From an optimization exercise on the open Yosys and OpenROAD flow, aimed at small area, a short achievable clock period and few clock cycles; shortcuts taken in it are not production practice. In this exercise RTL edits were held to simulation tests only and were not proved equivalent to the original.

v9:
Design hermite_eval, start of the top module:
module hermite_eval (
    input  wire               clk,
    input  wire               rst,         
    input  wire               in_valid,
    output wire               in_ready,
    input  wire [1:0]         in_shape,    
    input  wire [35:0]        in_span,     
    input  wire [35:0]        in_tau,      
    input  wire signed [63:0] in_p0,
    input  wire signed [63:0] in_p1,
    input  wire signed [47:0] in_v0,
    input  wire signed [47:0] in_v1,
    output reg                out_valid,
    output reg  [63:0]        out_pos,
    output reg  [47:0]        out_vel
);
    localparam integer DW = 32;                 
    localparam [33:0]  K_PV = 34'd10240000000;  
    function integer nd(input integer bits);    
        nd = (bits + DW - 1) / DW;
    endfunction
    localparam integer NA = nd(176);            
    localparam integer NB = nd(208);            
    localparam integer NC = nd(144);            
    localparam integer NR = NB;                 
    localparam integer LS = nd(37);             
    localparam integer LD = nd(65);             
    localparam integer LV = nd(48);             
    localparam integer MW = 39;                 
    localparam integer AW = MW + DW + 2;        
    localparam integer RB = 142;                
    localparam integer QB = 98;                 
    localparam integer QP = 66;                 
    localparam integer RQW = RB + QB;
    reg        rdy_r;
    reg [1:0]  shape_r;
    reg [35:0] s_r;       
    reg [35:0] t_r;       
    reg [35:0] u_r;       
    reg [64:0] d_r;       
    reg [63:0] p0_r;
    reg [47:0] v0_r;
    reg [47:0] v1_r;
    assign in_ready = rdy_r;
    reg [NA*DW-1:0] sA;
    reg [NB*DW-1:0] sB;
    reg [NC*DW-1:0] sC;
    wire [LS*DW-1:0] fS  = {{(LS*DW-36){1'b0}}, s_r};
    wire [LD*DW-1:0] fD  = {{(LD*DW-65){d_r[64]}}, d_r};
    wire [LV*DW-1:0] fV0 = {{(LV*DW-47){v0_r[47]}}, v0_r[46:0]};
    wire [LV*DW-1:0] fV1 = {{(LV*DW-47){v1_r[47]}}, v1_r[46:0]};
    localparam [1:0] K_MUL = 2'd0, K_DIVV = 2'd2, K_DIVP = 2'd3;
    localparam [2:0] X_A = 3'd0, X_B = 3'd1, X_C = 3'd2, X_S = 3'd3, X_D = 3'd4,
                     X_V0 = 3'd5, X_V1 = 3'd6;
    localparam [1:0] T_0 = 2'd0, T_A = 2'd1, T_B = 2'd2;
    localparam [1:0] W_A = 2'd0, W_B = 2'd1, W_C = 2'd2;
  ...
Settings: LEC_CHECK=0, ABC_AREA=1, CAP_MARGIN=20, CORE_MARGIN=2, CORE_UTILIZATION=28, PLACE_DENSITY=0.38, SLEW_MARGIN=20; clock period 12.0 ns.
standard.sh (not shown) runs the stock make flow with config.mk's settings and CLKGATE_MAP_FILE= SYNTH_SCRIPT=/design/flow/synth_recipe.tcl, a recipe that flattens the netlist after the stock synthesis.
==> flow/flow/run.sh <==
#!/bin/bash
set -o pipefail
export SETUP_SLACK_MARGIN=7
bash standard.sh > standard.log 2>&1
Testbench counts of v9, summed over its fixed seeds: cycles 57,268.
[inputs] v56 vs v9
Settings: changing PLACE_DENSITY from 0.38 to 0.45; removing ABC_AREA (formerly 1); setting CELL_PAD_IN_SITES_GLOBAL_PLACEMENT to 2 for the first time; setting ABC_CLOCK_PERIOD_IN_PS to 3000 for the first time; setting CELL_PAD_IN_SITES_DETAIL_PLACEMENT to 1 for the first time; changing CORE_UTILIZATION from 28 to 35.
==> comparison <==
- Of the two candidates, v9 has the better setup slack and v56 the worse one.
- Going from v9 to v56, overall track demand over capacity in global routing went up by 7.9 points, global-route wire length before repair shrank by 3.1%, critical path required time saw a decrease, sequential share of layout area shows an increase of 0.60 points.
For v20, these inputs were changed with respect to v56:
Settings: a deleted CELL_PAD_IN_SITES_DETAIL_PLACEMENT that had been 1; a deleted CELL_PAD_IN_SITES_GLOBAL_PLACEMENT that had been 2; a change of PLACE_DENSITY from 0.45 to 0.38; a change of CORE_UTILIZATION from 35 to 28.
==> comparison <==
Each of the runs, namely v56 and v20, reached the end of the flow and came out clean. Taking v56 over v20, the number of global-route vias before repair ratio works out to 1.06. In v20, the register-to-register slack came out 0.13 ns above the value in v56. In the reports for v56 and v20, the larger sequential share of layout area belongs to v56. The endpoint of the worst setup timing path comes out dskip in one run and veq in the other, namely in v20 and v56 respectively. Routed wire in v20 totals less than in v56. Summary of v20 over v56: number of antenna repair diodes shows a reduction of 17%; tightest slew margin relative to the limit shows a reduction of 1.4 points; worst setup slack shows an increase of 0.13 ns.

[what the ideal ports hide]
No port has a modelled driver above. Below, the same layouts with a new extraction and two added sets of constraints. Step 1 (the two cells are an assumption about what drives the block):
set clk [get_ports {clk}]
set_driving_cell -lib_cell sky130_fd_sc_hd__clkbuf_16 $clk
set_driving_cell -lib_cell sky130_fd_sc_hd__buf_2 [delete_from_list [all_inputs] $clk]
Step 2 also shifts input and output timing later by t, the mid clock arrival at the registers, as if the neighbouring blocks saw the same clock. a / b / c = ideal / step 1 / step 2; a / b = the first two.
| run | t (ns) | setup WS [ns] | hold slack, ns | latest minus earliest clock arrival (ns) | pins driven straight from the clock port |
|---|---|---|---|---|---|
| v9 | 1.123 | 6.799 / 6.799 / 6.799 | 0.349 / 0.349 / 0.349 | 0.064 / 0.063 | 1 |
| v56 | 1.112 | 6.748 / 6.748 / 6.748 | 0.347 / 0.347 / 0.347 | 0.068 / 0.067 | 1 |
| v20 | 1.105 | 6.881 / 6.881 / 6.881 | 0.331 / 0.331 / 0.331 | 0.128 / 0.128 | 1 |
After both steps setup and hold are still met in every run listed.
